What follows belongs to an exercise in optimizing a design on an open flow for small area and a short achievable clock period; a production flow would make more cautious choices.
Only simulation tests tie the RTL to the original design; equivalence was not proved.
Power is estimated from default activity; no workload was simulated.

==> flow/design.v (outline; a module is shown in full before it is edited, if it fits) <==
// module lens_fpu: 343 lines
// module lens_fpu_tz24: 32 lines
// module lens_fpu_mul24: 1027 lines
module lens_fpu (
    input             clk,
    input             rst,
    input             f_mv,
    input      [3:0]  f_port,
    input      [31:0] f_data,
    output reg [31:0] f_out,
    output reg [4:0]  f_fl,
    output reg        f_done
);
  // ...
==> flow/flow/run.sh <==
#!/bin/bash
# The standard layout, with two changes: timing repair aims for setup slack
# of at least SETUP_SLACK_MARGIN ns at the design's clock period, so that
# repair_timing sizes and buffers the longest paths; and the port buffers are
# buf_4 cells; repair may also change a cell's footprint. Make's output goes to flow_make.log (each tool's own log is
# under orfs/logs).
set -euo pipefail
bash standard.sh SETUP_SLACK_MARGIN=12.5 MATCH_CELL_FOOTPRINT=0 "BUFFER_PORTS_ARGS=-buffer_cell sky130_fd_sc_hd__buf_4" finish > flow_make.log 2>&1
==> flow/standard.sh <==
#!/bin/bash
# synth_recipe.tcl (not shown) runs the flow's synth.tcl, then flattens the netlist and writes it again
# the make line also repeats each setting of config.mk as NAME=value (left out here)
make -C /OpenROAD-flow-scripts/flow DESIGN_CONFIG=/design/flow/config.mk WORK_HOME=/design/flow/orfs CLKGATE_MAP_FILE= SYNTH_SCRIPT=/design/flow/synth_recipe.tcl "${@:-finish}"
==> flow/config.mk <==
export PLATFORM = sky130hd
export DESIGN_NAME = lens_fpu
export DESIGN_NICKNAME = lens_fpu
export VERILOG_FILES = /design/flow/design.v
export SDC_FILE = /design/flow/constraint.sdc
export NUM_CORES = 4
export LEC_CHECK = 0
export ABC_AREA = 1
export CAP_MARGIN = 20
export CORE_MARGIN = 2
export CORE_UTILIZATION = 45
export SLEW_MARGIN = 20
==> flow/constraint.sdc <==
create_clock -name core_clock -period 17.0 [get_ports {clk}]
set_input_delay 3.4000 -clock core_clock [delete_from_list [all_inputs] [get_ports {clk}]]
set_output_delay 3.4000 -clock core_clock [all_outputs]
set_load 0.01 [all_outputs]
==> out/metrics.csv, run 1 <==
metric,value,unit
number of port buffers,75,
first drt pass iteration count,6,
synthesis-stage register bit count,400,
WHS,0.326,ns
Setup WS post-layout,12.45,ns
VDD IR-drop max,0.0715,mV
outcome,finished clean,
critical-path cell list,buf_6,
IO Count,77,
first-pass GRT wire length,268000,um
Seq power,1.08,mW
clkbuf count,60,
total wire length,185000,um
number of setup buffers added after CTS,9,
post-DP HPWL,138000,um
most instantiated library cell after synthesis,nand2_1,
row count,109,
crit path kind,reg2out,
largest cells by area after synthesis,"dfxtp_1, fa_1, nand2_1, xor2_1, nand3_1",
Final Power,3.49,mW
H-Tree Depth,2,
nonclk buf count,211,
worst min path class,reg2reg,
Final Max Slew Viols,0,
clock-pin slew on the worst setup and hold paths,0.07,ns
GR Util met3,9.90,%
R2R setup slack,12.49,ns
synthesized instance count,5887,
fraction of area in multi-input gates,64.4,%
Stages on worst setup path,1,
==> inputs of run 2 (changes only) <==
==> flow/flow/run.sh (replaced) <==
#!/bin/bash
# The standard layout, with two changes: timing repair aims for setup slack
# of at least SETUP_SLACK_MARGIN ns at the design's clock period, so that
# repair_timing sizes and buffers the longest paths; and the port buffers are
# buf_2 cells; repair may also change a cell's footprint. Make's output goes to flow_make.log (each tool's own log is
# under orfs/logs).
set -euo pipefail
bash standard.sh SETUP_SLACK_MARGIN=12.6 MATCH_CELL_FOOTPRINT=0 "BUFFER_PORTS_ARGS=-buffer_cell sky130_fd_sc_hd__buf_2" finish > flow_make.log 2>&1
--- a/flow/config.mk
+++ b/flow/config.mk
@@ -8,5 +8,5 @@
 export ABC_AREA = 1
 export CAP_MARGIN = 20
 export CORE_MARGIN = 2
-export CORE_UTILIZATION = 45
+export CORE_UTILIZATION = 40
 export SLEW_MARGIN = 20
==> run 2 against run 1 <==
Global-route usage is 5.1 points lower. Worst setup slack better by 0.046 ns. Utilization is 5.6 points lower. Final area is 0.33% higher. Register-to-register slack better by 0.11 ns. Sequential share of layout area is 0.091 points lower. Final cell count is 2.0% higher. Sequential power hardly changed.
==> out/metrics.csv, run 2 <==
metric,value,unit,change
Final min period,4.51,ns,was 4.55 ns
worst path buffer plus inverter count,1,,unchanged
IO Count,77,,unchanged
WP data required,13.60,ns,about the same
R2R setup slack,12.60,ns,was 12.49 ns
number of port buffers,75,,unchanged
final core utilization,44.5,%,was 50.2%
final net count,6284,,"was 6,272"
Leak,22.0,nW,about the same
H-Tree Depth,2,,unchanged
Die ar.,103000,um2,"was 91,900 um2"
r2r startpoint,x0[16],,unchanged
Synth-to-Final Area Change,10.6,%,was 10.2%
DR DRC count,0,,unchanged
synthesis-stage register bit count,400,,unchanged
VDD IR-drop max,0.109,mV,was 0.0715 mV
first-pass GRT wire length,265000,um,"was 268,000 um"
CTS tree,done,,unchanged
Avg Vias per Cell,5.90,,was 6.06
Slew HR,20.3,%,was 16.7%
period utilization,26.5,%,was 26.8%
clock tree sinks,400,,unchanged
number of global-route vias before repair,40713,,was 40.8k
sw frac,41.2,%,about the same
post-DP HPWL,135000,um,"was 138,000 um"
Max-Cap Viols,0,,unchanged
Iter 0 DRT Violations,5219,,"was 5,026"
Max clock buf depth,3,,unchanged
clk_skew,0.0351,ns,was 0.0616 ns
setup TNS,0,ns,unchanged
Crit-path slowest cell,dfxtp_2,,was dfxtp_4
Total Routing Usage GR,34.2,%,was 39.4%
worst r2r dst,r1_b[20],,was r1_c[32]
Setup-failing EPs final,0,,unchanged
Setup WS post-layout,12.49,ns,was 12.45 ns
Critical path destination,f_out[23],,unchanged
Comb pwr share,36.9,%,was 36.7%
Worst R2R Path Depth,11,,was 12
worst skew pair latency,0.67,ns,about the same
hold_buf cts,0,,unchanged
final hold viol count,0,,unchanged
"Async S/R FF share, synth",0,%,unchanged
unrepaired setup endpoints after global routing,yes,,unchanged
first drt pass iteration count,8,,was 6
Clock power frac,31.7,%,was 32.2%
crit path max fanout,1,,unchanged
"EDFF count, synth",0,,unchanged
biggest regs,"r1_a (48), r1_b (48), r2_v (48)",,unchanged
CTS Root Cell,clkbuf_16,,unchanged
syn_nets,6356,,unchanged
Stages on worst setup path,1,,unchanged
"Remaining Overflow, GRT",0,,unchanged
largest cells by area after synthesis,"dfxtp_1, fa_1, nand2_1, xor2_1, nand3_1",,unchanged
mapped cell area,40300,um2,unchanged
TritonCTS Buffers,49,,was 50
Die Span X,321,um,was 303 um
DR WL/cell,25.5,um,was 26.3 um
cell taking the most area after synthesis,dfxtp_1,,unchanged
"most common cell after layout, fill and taps aside",nand2_1,,unchanged
pin count of the biggest net entering global routing,77,,unchanged
Initial Utilization,40.3,%,was 45.5%
Final Max Slew Viols,0,,unchanged
Pint,2.01,mW,was 2.05 mW
"Seq/Total Area, Yosys",19.9,%,unchanged
Max Fclk,222,MHz,was 220 MHz
Least-Margin Pin Slew,1.19,ns,was 1.25 ns
synthesized instance count,5887,,unchanged
total wire length,182000,um,"was 185,000 um"
Crit. Startpoint,f_out[23],,unchanged
crit path kind,reg2out,,unchanged
max incr delay on CP,0.35,ns,was 0.37 ns
Die Y-Extent,321,um,was 303 um
crit end category,output port,,unchanged
outcome,finished clean,,unchanged
synth unique cells,66,,unchanged
most instantiated library cell after synthesis,nand2_1,,unchanged
highest-count cells in the layout ignoring fill and taps,"nand2_1, inv_1, nand3_1, dfxtp_1, nor2_1",,"was nand2_1, inv_1, nand3_1, nor2_1, dfxtp_1"
worst min path class,reg2reg,,unchanged
row count,116,,was 109
Post-DP Area,41400,um2,"was 41,500 um2"
Final Power,3.41,mW,was 3.49 mW
Synth top cells by count,"nand2_1, inv_1, nand3_1",,unchanged
"Top FF cell, synth",dfxtp_1,,unchanged
Synth top area share,19.9,%,unchanged
pwr/cell area,76.6,nW/um2,was 78.5 nW/um2
Routed Antenna Nets,0,,unchanged
critical-path cell list,buf_6,,unchanged
Crit path max-delay family,flip-flops,,unchanged
Syn. warnings,2,,unchanged
Reg power frac,31.4,%,was 31.0%
final instance area,44500,um2,"was 44,400 um2"
share of layout cells above drive strength 1,10.6,%,was 10.0%
total number of vias,42237,,was 42.5k
routability cong.,1.04,,was 1.02
critical path launch point type,register,,unchanged
Worst Path Arrival,1.11,ns,was 1.15 ns
initial antenna violation count,8,,was 1
Psw,1.40,mW,was 1.43 mW
clock-pin slew on the worst setup and hold paths,0.06,ns,was 0.07 ns
"Avg Cell Area, Syn",6.84,um2,unchanged
CORE AREA,100000,um2,"was 88,500 um2"
dpl ws,10.78,ns,was 11.08 ns
[run 2: power groups by stage]
| stage | combinational (mW) | clock (mW) | sequential [mW] |
|---|---|---|---|
| 3_5_place_dp | 1.15 | 0 | 1.08 |
| 6_report | 1.26 | 1.08 | 1.07 |
| 5_1_grt | 1.36 | 1.14 | 1.08 |
| 4_1_cts | 1.19 | 1.10 | 1.07 |
| 2_1_floorplan | 0.787 | 0 | 1.07 |
| 3_3_place_gp | 1.15 | 0 | 1.08 |
[run 2: cells by family after synthesis]
group / Yosys count / share of synthesized area (%)
simple gates: 2504 / 26.8
xor+xnor: 373 / 8.11
flops: 400 / 19.9
mux: 12 / 0.304
fa+ha+maj: 430 / 18.2
other cells: 1 / 0.00931
compound gates: 1129 / 16.4
buf+inv: 1038 / 10.3
[run 2: how the worst min path moves through the flow]
stage,startpoint,to,cells past startpoint
final,r1_sp[6],r2_sp[6],0
after global routing,r1_sp[6],r2_sp[6],0
after CTS,r1_sp[6],r2_sp[6],0
after detailed placement,r1_sp[6],r2_sp[6],0
after global placement,r1_sp[6],r2_sp[6],0
after floorplan,r1_eb[1],r2_eb[1],0
[run 2: stage by stage]
| step | std cells | hold slack [ns] |
|---|---|---|
| after global placement | 7001 | 0.310 |
| final | 7154 | 0.326 |
| after global routing | 7152 | 0.331 |
| after detailed placement | 7001 | 0.312 |
| after CTS | 7122 | 0.326 |
| after floorplan | 5887 | 0.310 |
[run 2: layout make-up]
cell class / count / area, um2
fill: 10447 / 55500
multi-input combinational: 4451 / 28700
sequential: 400 / 8070
inverter: 688 / 2690
timing repair buffer: 223 / 1800
tap: 1298 / 1620
clock buffer: 61 / 1340
clock inverter: 29 / 304
timing repair inverter: 2 / 15.0
antenna: 2 / 5.00
[run 2: layer usage]
layer | GRT usage, % | vias to the layer above | wire, um
met5 | 0 | - | 29
met4 | 21.3 | 4 | 13300
met3 | 7.44 | 652 | 18100
met2 | 53.4 | 2411 | 78900
met1 | 43.0 | 19863 | 72000
li1 | - | 19307 | -
[run 2: repair_timing]
action,4_1_cts,5_1_grt
setup buffers,28,21
cloned,3,7
setup endpoints to repair,127,116
gates resized for setup,138,156
pin swaps,12,13
[run 2: worst reg2reg max path, delay by kind of cell (launching register included)]
kind                       cells  cell delay [ns]
xor gates and xnor gates       1             0.21
adders and majority gates      4             1.84
DFF                            1             0.54
and+or+nand+nor                2             0.47
AOI/OAI and AO/OA              1             0.25
buffers and inverters          3             0.92
==> module lens_fpu, before the edit <==
module lens_fpu (
    input             clk,
    input             rst,
    input             f_mv,
    input      [3:0]  f_port,
    input      [31:0] f_data,
    output reg [31:0] f_out,
    output reg [4:0]  f_fl,
    output reg        f_done
);
    reg [31:0] b;
    reg        bh;                     
    reg [12:0] b_one, b_two, b_neg;    
    reg        v0;
    reg        o_as, o_sub, o_mul, o_eq, o_lt, o_le, o_itof, o_its, o_ftoi;
    reg [31:0] x0;
    reg        x0h;        
    wire trig = f_mv && (f_port == 4'd4 || f_port == 4'd5 || f_port == 4'd6 ||
                         f_port >= 4'd10);
    reg        st0;
    wire [25:0] bm_in = {2'b00, x0h, x0[22:0]};
    reg  [12:0] bo_in, bt_in, bn_in;
    integer     bi;
    always @(*) begin
        for (bi = 0; bi < 13; bi = bi + 1) begin
            bo_in[bi] = bm_in[2*bi] ^ ((bi == 0) ? 1'b0 : bm_in[2*bi-1]);
            bt_in[bi] = (bm_in[2*bi+1] & !bm_in[2*bi] & !((bi == 0) ? 1'b0 : bm_in[2*bi-1])) |
                        (!bm_in[2*bi+1] & bm_in[2*bi] & ((bi == 0) ? 1'b0 : bm_in[2*bi-1]));
            bn_in[bi] = bm_in[2*bi+1];
        end
    end
    reg        rst0;
    always @(posedge clk) begin
        rst0 <= rst;
        if (rst0) begin
            b     <= 32'd0;
            bh    <= 1'b0;
            b_one <= 13'd0;
            b_two <= 13'd0;
            b_neg <= 13'd0;
        end else if (st0) begin
            b     <= x0;
            bh    <= x0h;
            b_one <= bo_in;
            b_two <= bt_in;
            b_neg <= bn_in;
        end
    end
    always @(posedge clk) begin
        if (rst) begin
            v0  <= 1'b0;
            st0 <= 1'b0;
        end else begin
            v0  <= trig;
            st0 <= f_mv && f_port == 4'd0;
        end
        o_as   <= (f_port == 4'd4) || (f_port == 4'd5);
        o_sub  <= (f_port == 4'd5);
        o_mul  <= (f_port == 4'd6);
        o_eq   <= (f_port == 4'd10);
        o_lt   <= (f_port == 4'd11);
        o_le   <= (f_port == 4'd12);
        o_itof <= (f_port == 4'd13) || (f_port == 4'd14);
        o_its  <= (f_port == 4'd13);
        o_ftoi <= (f_port == 4'd15);
        x0  <= f_data;
        x0h <= (f_data[30:23] != 8'd0);
    end
    wire is_as   = o_as;
    wire is_mul  = o_mul;
    wire is_eq   = o_eq;
    wire is_lt   = o_lt;
    wire is_le   = o_le;
    wire is_itof = o_itof;
    wire        xs = x0[31];
    wire [7:0]  xe = x0[30:23];
    wire [22:0] xf = x0[22:0];
    wire        ys = b[31];
    wire        yse = b[31] ^ o_sub;    
    wire [7:0]  ye = b[30:23];
    wire [22:0] yf = b[22:0];
    wire xe_z = !x0h;
    wire ye_z = !bh;
    wire xe_f = (xe == 8'hFF);
    wire ye_f = (ye == 8'hFF);
    wire xf_z = (xf == 23'd0);
    wire yf_z = (yf == 23'd0);
    wire x_nan  = xe_f && !xf_z;
    wire y_nan  = ye_f && !yf_z;
    wire x_snan = x_nan && !xf[22];
    wire y_snan = y_nan && !yf[22];
    wire x_inf  = xe_f && xf_z;
    wire y_inf  = ye_f && yf_z;
    wire x_zero = xe_z && xf_z;
    wire y_zero = ye_z && yf_z;
    wire any_nan  = x_nan | y_nan;
    wire any_snan = x_snan | y_snan;
    wire [23:0] xm = {!xe_z, xf};
    wire [23:0] ym = {!ye_z, yf};
    wire [7:0]  xex = {xe[7:1], xe[0] | xe_z};    
    wire [7:0]  yex = {ye[7:1], ye[0] | ye_z};
    wire x_ge  = (x0[30:0] >= b[30:0]);
    wire m_eq  = (x0[30:0] == b[30:0]);
    wire        sub_e = xs ^ yse;
    wire [8:0]  d_xy  = {1'b0, xex} - {1'b0, yex};
    wire [8:0]  d_yx  = {1'b0, yex} - {1'b0, xex};
    wire        e_ge  = !d_xy[8];
    wire        e_eq  = (xex == yex);
    wire [7:0]  ed    = e_ge ? d_xy[7:0] : d_yx[7:0];
    wire [23:0] lm    = x_ge ? xm : ym;
    wire [23:0] sm    = e_ge ? ym : xm;
    wire [7:0]  le    = e_ge ? xex : yex;
    wire        ls    = x_ge ? xs : yse;
    wire        ed_big = (ed > 8'd26);
    wire [4:0]  eds   = ed[4:0];
    wire [26:0] sm_w  = {sm, 3'b000};
    wire [26:0] sm_s0 = ed_big ? 27'd0 : (sm_w >> eds);
    wire        a_stk = ed_big ? (sm != 24'd0) : ((sm_w & ~(27'h7FF_FFFF << eds)) != 27'd0);
    wire [26:0] sm_sh = (e_eq && !x_ge) ? {xm, 3'b000} : sm_s0;
    wire [27:0] al    = {1'b0, lm, 3'b000};
    wire [27:0] as_   = {1'b0, sm_sh[26:1], sm_sh[0] | (a_stk && !e_eq)};
    wire [47:0] pra, prb, prc;
    lens_fpu_mul24 u_mul (.x(xm), .one(b_one), .two(b_two), .neg(b_neg), .ra(pra), .rb(prb), .rc(prc));
    wire [8:0]  ez   = {1'b0, xex} + {1'b0, yex};
    wire signed [9:0] eb_mul = $signed({1'b0, ez}) - 10'sd126;
    wire        m_tiny = (eb_mul <= 10'sd0);
    wire signed [9:0] eb_m31 = eb_mul + 10'sd31;
    wire [6:0]  t_mul = eb_m31[9] ? 7'd0 : eb_m31[6:0];
    wire        i_neg = o_its && x0[31];
    wire [6:0]  t_fi  = (xe >= 8'd127) ? (xe[6:0] + 7'd2) : 7'd0;     
    wire        fi_ovf = (xe >= 8'd158);
    wire [4:0]  tzx, tzy;
    lens_fpu_tz24 u_tzx (.a(xm), .tz(tzx));
    lens_fpu_tz24 u_tzy (.a(ym), .tz(tzy));
    wire [5:0]  tzs = {1'b0, tzx} + (is_mul ? {1'b0, tzy} : 6'd0);
    wire both_z = x_zero & y_zero;
    wire c_eq = !any_nan && m_eq && ((xs == ys) || x_zero);
    wire c_lt = !any_nan && !both_z &&
                ((xs && !ys) || (!xs && !ys && !x_ge) || (xs && ys && x_ge && !m_eq));
    reg        sp, sp_nv, sp_s, sp_e, sp_q, sp_m, sp_b0;
    always @(*) begin
        sp = 1'b0; sp_nv = 1'b0; sp_s = 1'b0; sp_e = 1'b0; sp_q = 1'b0; sp_m = 1'b0; sp_b0 = 1'b0;
        if (is_as) begin
            if (any_nan) begin
                sp = 1'b1; sp_e = 1'b1; sp_q = 1'b1; sp_nv = any_snan;
            end else if (x_inf && y_inf && sub_e) begin
                sp = 1'b1; sp_e = 1'b1; sp_q = 1'b1; sp_nv = 1'b1;
            end else if (x_inf) begin
                sp = 1'b1; sp_e = 1'b1; sp_s = xs;
            end else if (y_inf) begin
                sp = 1'b1; sp_e = 1'b1; sp_s = yse;
            end else if (m_eq && (sub_e || x_zero)) begin
                sp = 1'b1; sp_s = xs & yse;
            end
        end else if (is_mul) begin
            if (any_nan) begin
                sp = 1'b1; sp_e = 1'b1; sp_q = 1'b1; sp_nv = any_snan;
            end else if ((x_inf && y_zero) || (y_inf && x_zero)) begin
                sp = 1'b1; sp_e = 1'b1; sp_q = 1'b1; sp_nv = 1'b1;
            end else if (x_inf || y_inf) begin
                sp = 1'b1; sp_e = 1'b1; sp_s = xs ^ ys;
            end else if (x_zero || y_zero) begin
                sp = 1'b1; sp_s = xs ^ ys;
            end
        end else if (is_eq) begin
            sp = 1'b1; sp_b0 = c_eq; sp_nv = any_snan;
        end else if (is_lt) begin
            sp = 1'b1; sp_b0 = c_lt; sp_nv = any_nan;
        end else if (is_le) begin
            sp = 1'b1; sp_b0 = c_lt | c_eq; sp_nv = any_nan;
        end else if (is_itof) begin
            sp = (x0 == 32'd0);
        end else begin   
            if (x_nan) begin
                sp = 1'b1; sp_nv = 1'b1;
            end else if (fi_ovf) begin
                sp = 1'b1; sp_s = xs;
                sp_e = !xs; sp_q = !xs; sp_m = !xs; sp_b0 = !xs;
                sp_nv = !(xs && xe == 8'd158 && xf_z);
            end
        end
    end
    reg  [47:0] ra_n, rb_n, rc_n;
    reg         ci_n;
    reg  [9:0]  eb_n;
    reg         s_n, fix_n, int_n;
    reg  [6:0]  t_n;
    always @(*) begin
        ra_n = {xm, 24'd0}; rb_n = 48'd0; rc_n = 48'd0; ci_n = 1'b0;
        eb_n = 10'd158; s_n = xs; fix_n = 1'b1; int_n = 1'b1; t_n = t_fi;
        if (is_mul) begin
            ra_n = pra; rb_n = prb; rc_n = prc;
            eb_n = eb_mul; s_n = xs ^ ys; fix_n = m_tiny; int_n = 1'b0; t_n = t_mul;
        end else if (is_as) begin
            ra_n = {al, 20'd0}; rb_n = {as_ ^ {28{sub_e}}, {20{sub_e}}}; ci_n = sub_e;
            eb_n = {2'b00, le} + 10'd1; s_n = ls; fix_n = 1'b0; int_n = 1'b0;
        end else if (is_itof) begin
            ra_n = {x0 ^ {32{i_neg}}, 16'd0}; rb_n = {31'd0, i_neg, 16'd0};
            eb_n = 10'd158; s_n = i_neg; fix_n = 1'b0; int_n = 1'b0;
        end
    end
    wire        sen_n  = !fix_n && !eb_n[9] && (eb_n <= 10'd48);
    wire [9:0]  senp10 = 10'd48 - eb_n;
    reg        v1;
    reg [47:0] r1_a, r1_b, r1_c;
    reg        r1_ci;
    reg [9:0]  r1_eb;
    reg        r1_s, r1_fix, r1_int, r1_sen;
    reg [6:0]  r1_t;
    reg [5:0]  r1_senp;
    reg [5:0]  r1_tzs;     
    reg [6:0]  r1_sp;      
    always @(posedge clk) begin
        if (rst) v1 <= 1'b0;
        else     v1 <= v0;
        r1_a    <= ra_n;
        r1_b    <= rb_n;
        r1_c    <= rc_n;
        r1_ci   <= ci_n;
        r1_eb   <= eb_n;
        r1_s    <= s_n;
        r1_fix  <= fix_n;
        r1_int  <= int_n;
        r1_t    <= t_n;
        r1_sen  <= sen_n;
        r1_senp <= senp10[5:0];
        r1_tzs  <= tzs;
        r1_sp   <= {sp, sp_nv, sp_s, sp_e, sp_q, sp_m, sp_b0};
    end
    wire [47:0] cs_s = r1_a ^ r1_b ^ r1_c;
    wire [47:0] cs_c = (r1_a & r1_b) | (r1_c & (r1_a ^ r1_b));
    wire [47:0] v  = cs_s + {cs_c[46:0], r1_ci};
    wire [47:0] sen_bit = r1_sen ? (48'd1 << r1_senp) : 48'd0;
    wire [63:0] vl = {v | sen_bit, 16'hFFFF};
    reg  [5:0]  lz;
    reg  [31:0] z1v; reg [31:0] z1p;
    reg  [15:0] z2v; reg [31:0] z2p;
    reg  [7:0]  z3v; reg [23:0] z3p;
    reg  [3:0]  z4v; reg [15:0] z4p;
    reg  [1:0]  z5v; reg [9:0]  z5p;
    integer     q;
    always @(*) begin
        for (q = 0; q < 32; q = q + 1) begin
            z1v[q] = vl[2*q+1] | vl[2*q];
            z1p[q] = !vl[2*q+1];
        end
        for (q = 0; q < 16; q = q + 1) begin
            z2v[q] = z1v[2*q+1] | z1v[2*q];
            z2p[2*q+:2] = z1v[2*q+1] ? {1'b0, z1p[2*q+1]} : {1'b1, z1p[2*q]};
        end
        for (q = 0; q < 8; q = q + 1) begin
            z3v[q] = z2v[2*q+1] | z2v[2*q];
            z3p[3*q+:3] = z2v[2*q+1] ? {1'b0, z2p[2*(2*q+1)+:2]} : {1'b1, z2p[2*(2*q)+:2]};
        end
        for (q = 0; q < 4; q = q + 1) begin
            z4v[q] = z3v[2*q+1] | z3v[2*q];
            z4p[4*q+:4] = z3v[2*q+1] ? {1'b0, z3p[3*(2*q+1)+:3]} : {1'b1, z3p[3*(2*q)+:3]};
        end
        for (q = 0; q < 2; q = q + 1) begin
            z5v[q] = z4v[2*q+1] | z4v[2*q];
            z5p[5*q+:5] = z4v[2*q+1] ? {1'b0, z4p[4*(2*q+1)+:4]} : {1'b1, z4p[4*(2*q)+:4]};
        end
        lz = z5v[1] ? {1'b0, z5p[9:5]} : {1'b1, z5p[4:0]};
    end
    reg  [47:0] hp0, hp1, hp2, hp3, hp4, hi_any;
    integer     h;
    always @(*) begin
        hp0 = vl[63:16];
        for (h = 0; h < 48; h = h + 1) hp1[h]    = hp0[h] | ((h + 1 < 48) ? hp0[h+1] : 1'b0);
        for (h = 0; h < 48; h = h + 1) hp2[h]    = hp1[h] | ((h + 2 < 48) ? hp1[h+2] : 1'b0);
        for (h = 0; h < 48; h = h + 1) hp3[h]    = hp2[h] | ((h + 4 < 48) ? hp2[h+4] : 1'b0);
        for (h = 0; h < 48; h = h + 1) hp4[h]    = hp3[h] | ((h + 8 < 48) ? hp3[h+8] : 1'b0);
        for (h = 0; h < 48; h = h + 1) hi_any[h] = hp4[h] | ((h + 16 < 48) ? hp4[h+16] : 1'b0) |
                                                   ((h + 32 < 48) ? hp4[h+32] : 1'b0);
    end
    reg         st_p;
    always @(*) begin
        st_p = 1'b0;
        for (h = 0; h < 23; h = h + 1)
            st_p = st_p | (v[h] & hi_any[h+25]);
    end
    wire [6:0]  t    = r1_fix ? r1_t : {lz[5], !lz[5], lz[4:0]};     
    wire [6:0]  tzt  = {1'b0, r1_tzs} + r1_t;
    wire        fst  = (tzt < (r1_int ? 7'd24 : 7'd55));
    wire        st_n = r1_fix ? fst : st_p;
    wire        ifr_n = fst;
    reg        v2;
    reg [47:0] r2_v;
    reg [6:0]  r2_t;
    reg [9:0]  r2_eb;
    reg [5:0]  r2_lz;
    reg        r2_st, r2_ifr, r2_s, r2_int;
    reg [6:0]  r2_sp;
    always @(posedge clk) begin
        if (rst) v2 <= 1'b0;
        else     v2 <= v1;
        r2_v    <= v;
        r2_t    <= t;
        r2_eb   <= r1_eb;
        r2_lz   <= lz;
        r2_st   <= st_n;
        r2_ifr  <= ifr_n;
        r2_s    <= r1_s;
        r2_int  <= r1_int;
        r2_sp   <= r1_sp;
    end
    wire [79:0] g   = {32'd0, r2_v} << r2_t;
    wire [31:0] w   = g[79:48];
    wire [9:0]  e   = r2_eb - {4'd0, r2_lz};
    wire        ovf0 = w[31] && (e[8] || e[7:0] == 8'hFF);
    wire [7:0]  ef  = w[31] ? e[7:0] : 8'd0;
    wire        g_b = w[7];
    wire        rup = g_b & (r2_st | w[8]);
    wire [30:0] rr  = {ef, w[30:8]} + {30'd0, rup};
    wire        ovf = ovf0 || (rr[30:23] == 8'hFF);
    wire        inx = g_b | r2_st;
    reg  [31:0] res;
    reg  [4:0]  fl;
    always @(*) begin
        fl = 5'd0;
        if (r2_sp[6]) begin
            res   = {r2_sp[4], {8{r2_sp[3]}}, r2_sp[2], {21{r2_sp[1]}}, r2_sp[0]};
            fl[0] = r2_sp[5];
        end else if (r2_int) begin
            res   = r2_s ? -w : w;
            fl[4] = r2_ifr;
        end else if (ovf) begin
            res   = {r2_s, 8'hFF, 23'd0};
            fl[2] = 1'b1;
            fl[4] = 1'b1;
        end else begin
            res   = {r2_s, rr};
            fl[3] = !w[31] & inx;
            fl[4] = inx;
        end
    end
    always @(posedge clk) begin
        if (rst) f_done <= 1'b0;
        else     f_done <= v2;
        f_out <= res;
        f_fl  <= fl;
    end
endmodule
==> inputs of run 3 (changes only) <==
--- a/flow/design.v
+++ b/flow/design.v
@@ -199,15 +199,12 @@
             eb_n = 10'd158; s_n = i_neg; fix_n = 1'b0; int_n = 1'b0;
         end
     end
-    wire        sen_n  = !fix_n && !eb_n[9] && (eb_n <= 10'd48);
-    wire [9:0]  senp10 = 10'd48 - eb_n;
     reg        v1;
     reg [47:0] r1_a, r1_b, r1_c;
     reg        r1_ci;
     reg [9:0]  r1_eb;
-    reg        r1_s, r1_fix, r1_int, r1_sen;
+    reg        r1_s, r1_fix, r1_int;
     reg [6:0]  r1_t;
-    reg [5:0]  r1_senp;
     reg [5:0]  r1_tzs;     
     reg [6:0]  r1_sp;      
     always @(posedge clk) begin
@@ -222,15 +219,15 @@
         r1_fix  <= fix_n;
         r1_int  <= int_n;
         r1_t    <= t_n;
-        r1_sen  <= sen_n;
-        r1_senp <= senp10[5:0];
         r1_tzs  <= tzs;
         r1_sp   <= {sp, sp_nv, sp_s, sp_e, sp_q, sp_m, sp_b0};
     end
     wire [47:0] cs_s = r1_a ^ r1_b ^ r1_c;
     wire [47:0] cs_c = (r1_a & r1_b) | (r1_c & (r1_a ^ r1_b));
     wire [47:0] v  = cs_s + {cs_c[46:0], r1_ci};
-    wire [47:0] sen_bit = r1_sen ? (48'd1 << r1_senp) : 48'd0;
+    wire        sen     = !r1_eb[9] && (r1_eb <= 10'd48);
+    wire [9:0]  senp    = 10'd48 - r1_eb;
+    wire [47:0] sen_bit = sen ? (48'd1 << senp[5:0]) : 48'd0;
     wire [63:0] vl = {v | sen_bit, 16'hFFFF};
     reg  [5:0]  lz;
     reg  [31:0] z1v; reg [31:0] z1p;
==> run 3 against run 2 <==
Combinational power hardly changed. First-iteration DRC count down 5.3%. Final area down 0.59%. Maximum frequency increased by 0.23%. Global-route usage down 1.2 points.
==> out/metrics.csv, run 3 <==
metric,value,unit,change
Crit-path slowest cell,dfxtp_2,,unchanged
syn_nets,6309,,"was 6,356"
Synth top cells by count,"nand2_1, inv_1, nand3_1",,unchanged
worst min path class,reg2reg,,unchanged
r2r startpoint,b_one[2],,was x0[16]
Die ar.,102000,um2,"was 103,000 um2"
most instantiated library cell after synthesis,nand2_1,,unchanged
critical-path cell list,buf_6,,unchanged
number of global-route vias before repair,39952,,was 40.7k
number of port buffers,75,,unchanged
worst path buffer plus inverter count,1,,unchanged
WP data required,13.60,ns,about the same
clock-pin slew on the worst setup and hold paths,0.06,ns,about the same
Hold Path Stages,0,,unchanged
WHS Endpoint,r2_sp[1],,was r2_sp[6]
row count,115,,was 116
share of layout cells above drive strength 1,9.81,%,was 10.6%
unrepaired setup endpoints after global routing,yes,,unchanged
final core utilization,45.0,%,was 44.5%
period utilization,26.4,%,was 26.5%
"Remaining Overflow, GRT",0,,unchanged
"Avg Cell Area, Syn",6.81,um2,was 6.84 um2
Final min period,4.50,ns,was 4.51 ns
Leak,21.5,nW,was 22.0 nW
outcome,finished clean,,unchanged
Max Fclk,222,MHz,about the same
synthesis-stage register bit count,395,,was 400
Final Max Slew Viols,0,,unchanged
Least-Margin Pin Slew,1.17,ns,was 1.19 ns
Worst Path Arrival,1.10,ns,was 1.11 ns
clock tree sinks,395,,was 400
Syn. warnings,2,,unchanged
max incr delay on CP,0.32,ns,was 0.35 ns
Die Y-Extent,319,um,was 321 um
Synth top area share,19.9,%,about the same
critical path launch point type,register,,unchanged
worst skew pair latency,0.67,ns,about the same
Avg Vias per Cell,5.88,,was 5.90
Die Span X,319,um,was 321 um
Setup-failing EPs final,0,,unchanged
"EDFF count, synth",0,,unchanged
Synth-to-Final Area Change,11.4,%,was 10.6%
hold_buf cts,0,,unchanged
first-pass GRT wire length,256000,um,"was 265,000 um"
final hold viol count,0,,unchanged
Initial Utilization,40.4,%,was 40.3%
total wire length,174000,um,"was 182,000 um"
Crit path max-delay family,flip-flops,,unchanged
post-DP HPWL,127000,um,"was 135,000 um"
"most common cell after layout, fill and taps aside",nand2_1,,unchanged
synthesized instance count,5839,,"was 5,887"
worst r2r dst,r1_b[21],,was r1_b[20]
Total Routing Usage GR,33.1,%,was 34.2%
WHS,0.320,ns,was 0.326 ns
initial antenna violation count,1,,was 8
R2R setup slack,12.67,ns,was 12.60 ns
clk_skew,0.0270,ns,was 0.0351 ns
DR WL/cell,24.5,um,was 25.5 um
CTS Root Cell,clkbuf_16,,unchanged
VDD IR-drop max,0.0732,mV,was 0.109 mV
CORE AREA,98400,um2,"was 100,000 um2"
crit path max fanout,1,,unchanged
crit end category,output port,,unchanged
IO Count,77,,unchanged
final net count,6236,,"was 6,284"
Worst R2R Path Depth,11,,unchanged
H-Tree Depth,2,,unchanged
Max-Cap Viols,0,,unchanged
"non-filler cells, final",7097,,"was 7,154"
mapped cell area,39800,um2,"was 40,300 um2"
"Async S/R FF share, synth",0,%,unchanged
largest cells by area after synthesis,"dfxtp_1, fa_1, nand2_1, xor2_1, nand3_1",,unchanged
"Top FF cell, synth",dfxtp_1,,unchanged
Slew HR,21.7,%,was 20.3%
crit path kind,reg2out,,unchanged
beginning of the worst hold path,r1_sp[1],,was r1_sp[6]
TritonCTS Buffers,52,,was 49
synth unique cells,63,,was 66
cell taking the most area after synthesis,dfxtp_1,,unchanged
first drt pass iteration count,6,,was 8
Iter 0 DRT Violations,4945,,"was 5,219"
placed insts,6953,,"was 7,001"
biggest regs,"r1_a (48), r1_b (48), r2_v (48)",,unchanged
Final Power,3.50,mW,was 3.41 mW
Routed Antenna Nets,0,,unchanged
pin count of the biggest net entering global routing,63,,was 77
highest-count cells in the layout ignoring fill and taps,"nand2_1, inv_1, nand3_1, nor2_1, dfxtp_1",,"was nand2_1, inv_1, nand3_1, dfxtp_1, nor2_1"
total number of vias,41746,,was 42.2k
"Seq/Total Area, Yosys",19.9,%,about the same
CTS tree,done,,unchanged
routability cong.,0.999,,was 1.04
DR DRC count,0,,unchanged
Max clock buf depth,3,,unchanged
pwr/cell area,78.9,nW/um2,was 76.6 nW/um2
setup TNS,0,ns,unchanged
[run 3: what timing repair did]
action,CTS,global route
gates cloned,3,4
endpoints found under the setup margin,136,137
pin swaps,4,19
buffers inserted,13,26
gates resized for setup,105,206
[run 3: cell families after synthesis]
group	after synthesis	share of synthesized area [%]
compound gates	1131	16.6
xor+xnor	378	8.33
fa+ha+maj	431	18.5
buf+inv	1033	10.0
flops	395	19.9
mux	6	0.154
other cells	1	0.00943
simple gates	2464	26.6
[run 3: metal layers]
metal	share of wire, %	vias up	routed length (um)	track usage [%]
met1	40	19777	69400	42.2
li1	-	19185	-	-
met2	44	2302	77000	52.0
met4	5.6	0	9750	16.7
met3	10	482	17400	7.84
met5	0	-	0	0
[run 3: layout make-up]
cell class | count | area (um2)
fillers | 10167 | 54100
inverters | 690 | 2680
repair inverters | 2 | 12.5
flip-flops and latches | 395 | 7980
clock buffers | 65 | 1410
repair buffers | 212 | 1620
diodes | 1 | 2.50
clock inverters | 32 | 397
multi-input cells | 4413 | 28600
well taps | 1287 | 1610
[run 3: through the flow]
step / instance area, um2 / setup slack, ns
after global routing: 44300 / 12.46
after global placement: 41100 / 10.88
final: 44300 / 12.50
after floorplan: 39800 / 13.12
after CTS: 43300 / 12.47
after detailed placement: 41100 / 10.85
[run 3: report_power, final]
| group | total (mW) | internal (mW) | switching [mW] | leakage, nW |
|---|---|---|---|---|
| clock network | 1.18 | 0.688 | 0.492 | 0.864 |
| registers | 1.05 | 0.999 | 0.0531 | 3.26 |
| logic | 1.26 | 0.390 | 0.874 | 17.4 |
| total | 3.50 | 2.08 | 1.42 | 21.5 |
[run 3: worst max path at each step]
stage               slack [ns]  cells past startpoint       from         to
detailed placement       10.85                     20  b_one[12]   r1_b[26]
global route             12.46                      1   f_out[6]   f_out[6]
finish                   12.50                      1  f_out[22]  f_out[22]
CTS                      12.47                      1   f_out[5]   f_out[5]
floorplan                13.12                      5  f_port[3]         v0
global placement         10.88                     20  b_one[12]   r1_b[26]
==> inputs of run 4 (changes only) <==
--- a/flow/config.mk
+++ b/flow/config.mk
@@ -6,7 +6,7 @@
 export NUM_CORES = 4
 export LEC_CHECK = 0
 export ABC_AREA = 1
-export CAP_MARGIN = 20
+export CAP_MARGIN = 0
 export CORE_MARGIN = 2
 export CORE_UTILIZATION = 40
-export SLEW_MARGIN = 20
+export SLEW_MARGIN = 0
==> run 4 against run 3 <==
Still clean on timing, DRC and antenna. Critical path depth is the same. Register-to-register slack is essentially flat. Count of clock-buffer cells in the layout is the same. Die area is the same. Flip-flop and latch count is the same. Global-route usage is the same. Sequential share of layout area is essentially flat. Non-clock buffer count is the same. Total power is essentially flat. First-iteration DRC count shrank 0.73%. Largest cell class unchanged. Highest routed layer unchanged.
==> out/metrics.csv, run 4 <==
metric,value,unit,change
IO Count,77,,unchanged
routability cong.,0.999,,unchanged
final hold viol count,0,,unchanged
synthesis-stage register bit count,395,,unchanged
Worst R2R Path Depth,11,,unchanged
"Seq/Total Area, Yosys",19.9,%,unchanged
Synth top area share,19.9,%,unchanged
Total Routing Usage GR,33.1,%,unchanged
Max Fclk,223,MHz,was 222 MHz
dpl ws,10.85,ns,unchanged
number of global-route vias before repair,39952,,unchanged
Synth-to-Final Area Change,11.4,%,about the same
"non-filler cells, final",7097,,unchanged
TritonCTS Buffers,52,,unchanged
Iter 0 DRT Violations,4909,,"was 4,945"
hold_buf cts,0,,unchanged
Crit. Startpoint,f_out[22],,unchanged
clock-pin slew on the worst setup and hold paths,0.06,ns,about the same
Syn. warnings,2,,unchanged
"most common cell after layout, fill and taps aside",nand2_1,,unchanged
Avg Vias per Cell,5.88,,about the same
crit end category,output port,,unchanged
number of port buffers,75,,unchanged
CTS tree,done,,unchanged
Stages on worst setup path,1,,unchanged
Initial Utilization,40.4,%,unchanged
initial antenna violation count,1,,unchanged
Worst Path Arrival,1.09,ns,was 1.10 ns
Max clock buf depth,3,,unchanged
period utilization,26.4,%,about the same
R2R setup slack,12.67,ns,about the same
worst path buffer plus inverter count,1,,unchanged
DR DRC count,0,,unchanged
total number of vias,41730,,about the same
crit path max fanout,1,,unchanged
most instantiated library cell after synthesis,nand2_1,,unchanged
Critical path destination,f_out[22],,unchanged
mapped cell area,39800,um2,unchanged
"Remaining Overflow, GRT",0,,unchanged
Max-Cap Viols,0,,unchanged
Final Max Slew Viols,0,,unchanged
clock tree sinks,395,,unchanged
Least-Margin Pin Slew,1.22,ns,was 1.17 ns
setup TNS,0,ns,unchanged
Leak,21.5,nW,about the same
worst min path class,reg2reg,,unchanged
r2r startpoint,b_one[2],,unchanged
outcome,finished clean,,unchanged
biggest regs,"r1_a (48), r1_b (48), r2_v (48)",,unchanged
synthesized instance count,5839,,unchanged
Final min period,4.49,ns,was 4.50 ns
Die ar.,102000,um2,unchanged
post-DP HPWL,127000,um,unchanged
largest cells by area after synthesis,"dfxtp_1, fa_1, nand2_1, xor2_1, nand3_1",,unchanged
first-pass GRT wire length,256000,um,unchanged
VDD IR-drop max,0.0727,mV,was 0.0732 mV
share of layout cells above drive strength 1,9.81,%,unchanged
Setup WS post-layout,12.51,ns,was 12.50 ns
total wire length,174000,um,about the same
max incr delay on CP,0.32,ns,about the same
crit path kind,reg2out,,unchanged
DR WL/cell,24.5,um,about the same
Setup-failing EPs final,0,,unchanged
Die Y-Extent,319,um,unchanged
unrepaired setup endpoints after global routing,yes,,unchanged
"Async S/R FF share, synth",0,%,unchanged
first drt pass iteration count,6,,unchanged
cell taking the most area after synthesis,dfxtp_1,,unchanged
Crit-path slowest cell,dfxtp_2,,unchanged
pin count of the biggest net entering global routing,63,,unchanged
beginning of the worst hold path,r1_sp[1],,unchanged
worst skew pair latency,0.66,ns,was 0.67 ns
CORE AREA,98400,um2,unchanged
critical-path cell list,buf_6,,unchanged
H-Tree Depth,2,,unchanged
synth unique cells,63,,unchanged
Slew HR,18.4,%,was 21.7%
placed insts,6953,,unchanged
"Avg Cell Area, Syn",6.81,um2,unchanged
worst r2r dst,r1_b[21],,unchanged
pwr/cell area,78.9,nW/um2,about the same
syn_nets,6309,,unchanged
"EDFF count, synth",0,,unchanged
Routed Antenna Nets,0,,unchanged
critical path launch point type,register,,unchanged
clk_skew,0.0265,ns,was 0.0270 ns
highest-count cells in the layout ignoring fill and taps,"nand2_1, inv_1, nand3_1, nor2_1, dfxtp_1",,unchanged
row count,115,,unchanged
WP data required,13.60,ns,about the same
final net count,6236,,unchanged
Die Span X,319,um,unchanged
Synth top cells by count,"nand2_1, inv_1, nand3_1",,unchanged
CTS Root Cell,clkbuf_16,,unchanged
Crit path max-delay family,flip-flops,,unchanged
"Top FF cell, synth",dfxtp_1,,unchanged
-- run 4: cell counts after synthesis --
No cell type changed its count.
-- run 4: stage by stage --
stage	total power, mW	cell area [um2]	util, %	hold WS [ns]
floorplan	1.85	39800	-	0.310
global placement	2.23	41100	41.7	0.311
detailed placement	2.23	41100	41.7	0.312
CTS	3.43	43300	44.0	0.322
global route	3.67	44300	45.0	0.336
finish	3.50	44300	45.0	0.320
-- run 4: area by class of cell --
| cell class | instances | area (um2) |
|---|---|---|
| Antenna cell | 1 | 2.50 |
| Clock buffer | 65 | 1410 |
| Clock inverter | 32 | 397 |
| Fill cell | 10169 | 54100 |
| Inverter | 690 | 2680 |
| Multi-Input combinational cell | 4413 | 28600 |
| Sequential cell | 395 | 7980 |
| Tap cell | 1287 | 1610 |
| Timing Repair Buffer | 212 | 1620 |
| Timing Repair inverter | 2 | 12.5 |
-- run 4: logic make-up (layout without fill, tap and decap cells) --
kind of cell / count (synthesis) / after routing / share of synthesized area (%)
buf+inv: 1033 / 1001 / 10.0
compound gates: 1131 / 1131 / 16.6
xor+xnor: 378 / 378 / 8.33
fa+ha+maj: 431 / 431 / 18.5
other cells: 1 / 2 / 0.00943
mux: 6 / 6 / 0.154
simple gates: 2464 / 2466 / 26.6
flops: 395 / 395 / 19.9
-- run 4: how the worst min path moves through the flow --
| stage | end | slack (ns) | depth (start not counted) |
|---|---|---|---|
| 2_1_floorplan | r2_s | 0.31 | 0 |
| 3_3_place_gp | r2_sp[6] | 0.31 | 0 |
| 3_5_place_dp | r2_sp[1] | 0.31 | 0 |
| 4_1_cts | r2_sp[1] | 0.32 | 0 |
| 5_1_grt | r2_s | 0.34 | 0 |
| 6_report | r2_sp[1] | 0.32 | 0 |
-- run 4: where the power goes --
part / total (mW) / switching (mW) / internal (mW)
clock network: 1.18 / 0.491 / 0.688
registers: 1.05 / 0.0531 / 0.999
logic: 1.26 / 0.873 / 0.390
total: 3.50 / 1.42 / 2.08
-- run 4: metal layers --
metal  GRT usage, %  vias up  routed length [um]  part of all wire (%)
met2           52.0     2351               76400                    44
met5              0        -                   0                     0
met3           7.84      514               17700                    10
met4           16.7        0               10100                   5.8
met1           42.2    19688               69400                    40
li1               -    19177                   -                     -
-- run 4: what timing repair did --
action,in CTS,in global routing
cloned,3,4
pin swaps,4,19
resized for setup,105,206
setup endpoints to repair,136,109
buffers inserted,13,26

==> separate check: timing with driven ports <==
The flow's constraints put no driver on any port. The routed layouts listed below were extracted and timed again, unchanged, in two steps.
Step 1, drivers: a clkbuf_16 drives clk and a buf_2 each remaining input, both assumed.
Step 2 adds t to the input delays and takes it off the output delays; t is the mean of the earliest and latest rising clock arrival at the registers after step 1. Input paths then give back, and output paths get back, about the clock's delay inside the block.
Slacks: ideal / step 1 / step 2; pairs: ideal / step 1.
run	t, ns	setup slack, ns	slew at the worst register clock pin (ns)	pins driven straight from the clock port
run 1	0.712	12.447 / 12.378 / 12.485	0.07 / 0.07	1
run 2	0.720	12.493 / 12.425 / 12.604	0.07 / 0.07	1
run 3	0.720	12.504 / 12.437 / 12.658	0.08 / 0.08	1
run 4	0.717	12.506 / 12.439 / 12.659	0.08 / 0.08	1
After both steps every run listed still meets setup and hold.
